Source: an optimization exercise on an open RTL-to-GDS flow (aim: small area, a short achievable clock period and few clock cycles per item). Production flows keep margins and buffers that such runs may drop. At most, simulation tests tie the RTL to the original design; equivalence was not proved.

==> 04-03 <==
// quadrille
module quadrille (
    input  wire        clk,
    input  wire        rst,
    input  wire        cfg_valid,
    output wire        cfg_ready,
    input  wire [63:0] cfg_seed_lo,
    input  wire [63:0] cfg_seed_hi,
    input  wire [15:0] cfg_dataset_id,
    input  wire [23:0] cfg_epoch,
    input  wire [48:0] cfg_n,
    input  wire        req_valid,
    output wire        req_ready,
    input  wire [47:0] req_pos,
    input  wire        req_inv,
    input  wire [7:0]  req_tag,
    output reg         rsp_valid,
    input  wire        rsp_ready,
    output reg  [7:0]  rsp_tag,
    output reg  [47:0] rsp_index
);
    localparam NDP = 2;               
    localparam KPD = 8 / NDP;         
    reg [63:0] p_alo;      
    reg [63:0] p_ahi;      
    wire [63:0] x_in = cfg_seed_hi ^ {8'h51, 16'h0000, cfg_dataset_id, cfg_epoch};
    always @(posedge clk) begin
        p_alo <= cfg_seed_lo ^ (cfg_seed_lo >> 31);
        p_ahi <= x_in ^ (x_in >> 31);
    end
    reg         kg;             
    reg         kfin;           
    reg  [6:0]  kc;             
    reg         cfg_rdy;
    reg         keys_ok;
    reg  [48:0] n_q;            
    reg  [4:0]  h_q;            
    reg  [511:0] kall;          
    reg         rb_full;
    reg         rq_rdy;         
    reg  [47:0] rb_pos;
    reg         rb_inv;
    reg  [7:0]  rb_tag;
    wire [47:0] n_m1 = n_q[47:0] - 48'd1;
    reg  [5:0]  nbits;
    integer     i;
    always @* begin
        nbits = 6'd0;
        for (i = 0; i < 48; i = i + 1)
            if (n_m1[i]) nbits = i[5:0] + 6'd1;
    end
    wire [4:0]  h_new = (nbits <= 6'd2) ? 5'd1 : nbits[5:1] + {4'd0, nbits[0]};
    reg  [23:0] mask;
    always @* begin
        for (i = 0; i < 24; i = i + 1)
            mask[i] = (i < h_q);
    end
    wire [47:0] sh_in = kg ? n_q[47:0] : rb_pos;
    wire [23:0] sp_l  = sh_in >> h_q;
    wire [23:0] sp_r  = sh_in[23:0] & mask;
    wire [23:0] sp_b  = rb_inv ? sp_l : sp_r;
    wire [23:0] sp_a  = rb_inv ? sp_r : sp_l;
    wire [63:0] key_n = rb_inv ? kall[511:448] : kall[63:0];    
    wire [3:0]  kr    = kc[6:3];
    wire [2:0]  ks    = kc[2:0];
    wire        km    = kg && (kr != KPD) && (ks != 3'd3) && (ks != 3'd4);
    wire [1:0]  kstep = (ks == 3'd0 || ks == 3'd5) ? 2'd0 :
                        (ks == 3'd1 || ks == 3'd6) ? 2'd1 : 2'd2;
    wire        kqa   = kg && (kr != 4'd0) && ks == 3'd3;
  ...
export LEC_CHECK = 0
export CAP_MARGIN = 20
export CORE_MARGIN = 2
export CORE_UTILIZATION = 40
export SLEW_MARGIN = 20
export SYNTH_HIERARCHICAL = 1
export SYNTH_MINIMUM_KEEP_SIZE = 0
create_clock -name core_clock -period 28.0 [get_ports {clk}]
standard.sh (not shown) runs the stock make flow with config.mk's settings and CLKGATE_MAP_FILE= SYNTH_SCRIPT=/design/flow/synth_recipe.tcl, a recipe that flattens the netlist after the stock synthesis.
==> flow/flow/run.sh <==
#!/bin/bash
# Layout: the standard flow (standard.sh, unchanged synthesis and steps),
# with buf_4 cells as the port buffers that placement inserts.
export BUFFER_PORTS_ARGS="-buffer_cell sky130_fd_sc_hd__buf_4"
bash standard.sh > standard.log 2>&1
==> 01-18 (differences from 04-03) <==
--- a/flow/design.v
+++ b/flow/design.v
@@ -2254,20 +2254,21 @@
     reg  [5:0]  nbits;
     integer     i;
     always @* begin
         nbits = 6'd0;
         for (i = 0; i < 48; i = i + 1)
             if (n_m1[i]) nbits = i[5:0] + 6'd1;
     end
     wire [4:0]  h_new = (nbits <= 6'd2) ? 5'd1 : nbits[5:1] + {4'd0, nbits[0]};
-    reg  [23:0] mask;
-    always @* begin
+    reg  [23:0] mask;           
+    always @(posedge clk) begin
         for (i = 0; i < 24; i = i + 1)
-            mask[i] = (i < h_q);
+            if (kg && kc == 7'd2)
+                mask[i] <= (i < h_q);
     end
     wire [47:0] sh_in = kg ? n_q[47:0] : rb_pos;
     wire [23:0] sp_l  = sh_in >> h_q;
     wire [23:0] sp_r  = sh_in[23:0] & mask;
     wire [23:0] sp_b  = rb_inv ? sp_l : sp_r;
     wire [23:0] sp_a  = rb_inv ? sp_r : sp_l;
     wire [63:0] key_n = rb_inv ? kall[511:448] : kall[63:0];    
     wire [3:0]  kr    = kc[6:3];
@@ -2285,37 +2286,36 @@
         kdv    <= kg;
         kdm    <= km;
         kdqa   <= kqa;
         kdqb   <= kqb;
         kdsrc  <= ks[2];
         kdstep <= kstep;
         kdkr   <= kr;
     end
-    function [63:0] rca_f;      
+    function [63:0] rca_f;
         input [3:0] i;
         begin
-            case (i)
-                4'd0:  rca_f = 64'h9E3779B843248F67;
-                4'd1:  rca_f = 64'h3C6EF37286491ECF;
-                4'd2:  rca_f = 64'hDAA66D2DC893AE67;
-                4'd3:  rca_f = 64'h78DDE6E50C923D9F;
-                4'd4:  rca_f = 64'h1715609F525EAD57;
-                4'd5:  rca_f = 64'hB54CDA5991275CCF;
-                4'd6:  rca_f = 64'h53845412DC01CCB7;
-                4'd7:  rca_f = 64'hF1BBCDCA19247B3F;
-                4'd8:  rca_f = 64'h8FF347846678D3B7;
-                4'd9:  rca_f = 64'h2E2AC13EA4BD5AAF;
-                4'd10: rca_f = 64'hCC623AF9E0F72117;
-                4'd11: rca_f = 64'h6A99B4B1224EB99F;
-                4'd12: rca_f = 64'h08D12E6B676A11C7;
-                4'd13: rca_f = 64'hA708A825B803996F;
-                4'd14: rca_f = 64'h454021DEFFDD0687;
-                default: rca_f = 64'hE3779B963248F67F;
-            endcase
+            rca_f = 64'd0;
+            rca_f = rca_f | ({64{i == 4'd0}} & 64'h9E3779B843248F67);
+            rca_f = rca_f | ({64{i == 4'd1}} & 64'h3C6EF37286491ECF);
+            rca_f = rca_f | ({64{i == 4'd2}} & 64'hDAA66D2DC893AE67);
+            rca_f = rca_f | ({64{i == 4'd3}} & 64'h78DDE6E50C923D9F);
+            rca_f = rca_f | ({64{i == 4'd4}} & 64'h1715609F525EAD57);
+            rca_f = rca_f | ({64{i == 4'd5}} & 64'hB54CDA5991275CCF);
+            rca_f = rca_f | ({64{i == 4'd6}} & 64'h53845412DC01CCB7);
+            rca_f = rca_f | ({64{i == 4'd7}} & 64'hF1BBCDCA19247B3F);
+            rca_f = rca_f | ({64{i == 4'd8}} & 64'h8FF347846678D3B7);
+            rca_f = rca_f | ({64{i == 4'd9}} & 64'h2E2AC13EA4BD5AAF);
+            rca_f = rca_f | ({64{i == 4'd10}} & 64'hCC623AF9E0F72117);
+            rca_f = rca_f | ({64{i == 4'd11}} & 64'h6A99B4B1224EB99F);
+            rca_f = rca_f | ({64{i == 4'd12}} & 64'h08D12E6B676A11C7);
+            rca_f = rca_f | ({64{i == 4'd13}} & 64'hA708A825B803996F);
+            rca_f = rca_f | ({64{i == 4'd14}} & 64'h454021DEFFDD0687);
+            rca_f = rca_f | ({64{i == 4'd15}} & 64'hE3779B963248F67F);
         end
     endfunction
     wire [NDP-1:0] want;        
     wire [NDP-1:0] ans;         
     wire [NDP-1:0] tk;          
     wire [NDP-1:0] kfin_w;      
     wire [48*NDP-1:0] y_all;
     wire [8*NDP-1:0]  t_all;
@@ -2370,20 +2370,20 @@
                                ((jhi == n_q[47:24]) && (jlo < n_q[23:0]));
             wire done  = s3v && (c3_r == 3'd7) && y_in;
             wire waitr = !s3v && c3_act && c3_pend;
             wire idle  = !s3v && !c3_act;
             wire cont  = s3v && !done;
             assign want[g] = done || waitr;
             if (g == 0) begin : g_p0
                 assign ans[g] = want[g] && rfree;
-                assign tk[g]  = keys_ok && rb_full && (idle || ans[g]);
+                assign tk[g]  = keys_ok && rb_full && idle;
             end else begin : g_pn
                 assign ans[g] = want[g] && rfree && !(|want[g-1:0]);
-                assign tk[g]  = keys_ok && rb_full && (idle || ans[g]) && !(|tk[g-1:0]);
+                assign tk[g]  = keys_ok && rb_full && idle && !(|tk[g-1:0]);
             end
             wire blk = want[g] && !ans[g];
             assign y_all[48 * g +: 48] = y;
             assign t_all[8 * g +: 8]   = c3_t;
             wire [2:0]  gk   = g * KPD + kdkr;          
             wire [2:0]  gkm  = g * KPD + kdkr - 1;      
             wire [63:0] ka   = (kdsrc ? p_ahi : p_alo) ^ rca_f({gk, kdsrc});
             wire [2:0]  nk   = c3_i ? ~nr : nr;
@@ -2528,17 +2528,17 @@
             if (kwe[k])
                 kall[64 * k +: 64] <= kwd_all[64 * (k / KPD) +: 64];
     end
     always @(posedge clk) begin
         if (kg && kc == 7'd0)
             n_q <= cfg_n;                        
         if (kg && kc == 7'd1)
             h_q <= h_new;
-        if (kg && kc == 7'd2)
+        if (kg && kc == 7'd3)
             n_q <= {n_q[48], sp_l, sp_r};
         if (rq_rdy) begin
             rb_pos <= req_pos;
             rb_inv <= req_inv;
             rb_tag <= req_tag;
         end
         if (!rsp_valid) begin                    
             rsp_tag   <= t_ans;
==> flow/run.sh (new file) <==
#!/bin/bash
# synth_recipe.tcl (not shown) runs the flow's synth.tcl, then flattens the netlist and writes it again
# the make line also repeats each setting of config.mk as NAME=value (left out here)
make -C /OpenROAD-flow-scripts/flow DESIGN_CONFIG=/design/flow/config.mk WORK_HOME=/design/flow/orfs CLKGATE_MAP_FILE= SYNTH_SCRIPT=/design/flow/synth_recipe.tcl finish
==> flow/config.mk (replaced) <==
export PLATFORM = sky130hd
export DESIGN_NAME = quadrille
export DESIGN_NICKNAME = quadrille
export VERILOG_FILES = /design/flow/design.v
export SDC_FILE = /design/flow/constraint.sdc
export NUM_CORES = 4
export LEC_CHECK = 0
export CAP_MARGIN = 20
export CORE_MARGIN = 2
export CORE_UTILIZATION = 55
export SLEW_MARGIN = 20
export SYNTH_HIERARCHICAL = 1
export SYNTH_MINIMUM_KEEP_SIZE = 0
removed: flow/flow/run.sh
removed: flow/standard.sh
==> results.txt <==
XOR/XNOR share of the synthesized area 0.0625; Via density 6.84; clock skew 0.0569 ns; status complete, no violations; Nets 15400; # diodes 41; Synth Net Count 15200; hold path endpoint g_dp[1].s2k3[2]; min Tclk post-route 7.87 ns; Cells after DPL 15900; critical path cell sequence buf_4, nor2b_2, buf_4, a2111oi_0, nand2_1, ha_1, nand4_1, nor4_1, o211ai_1, a2111oi_0, o221ai_1, a31oi_4, buf_4, mux4_2, a221o_1; WL/cell 36.9 um; buffers from clock root to sink, at most 3; CTS sink count 1638
[end of results for 01-18]
==> results.txt <==
status complete, no violations; WL/cell 34.6 um; hold path endpoint g_dp[0].c3_a[10]; CTS sink count 1664; Via density 6.19; clock skew 0.110 ns; # diodes 21; Synth Net Count 15200
[end of results for 04-03]
Testbench counts of 01-18, summed over its fixed seeds: cycles 36,005, items 3,072.
For 04-03, only the layout was checked, not whether the RTL still works.

==> what the ideal ports hide <==
How much do the figures lean on ideal ports? The routed layouts below were timed once more, with nothing changed but the port constraints.
Step 1: set_driving_cell puts a clkbuf_16 on clk and a buf_2 on each other input, an assumption about the parent block.
Step 2 also shifts input and output timing later by t, the mid clock arrival at the registers, as if the neighbouring blocks saw the same clock.
Slacks: ideal / step 1 / step 2; pairs: ideal / step 1.
run	shift t [ns]	setup slack, ns	worst hold slack (ns)	latest minus earliest clock arrival (ns)	worst slew at a driven data input, ns
04-03	0.977	19.734 / 19.734 / 19.734	0.263 / 0.263 / 0.263	0.110 / 0.110	0.16
01-18	0.950	20.133 / 20.133 / 20.133	0.302 / 0.302 / 0.302	0.063 / 0.063	0.10
After both steps every run listed still meets setup and hold.
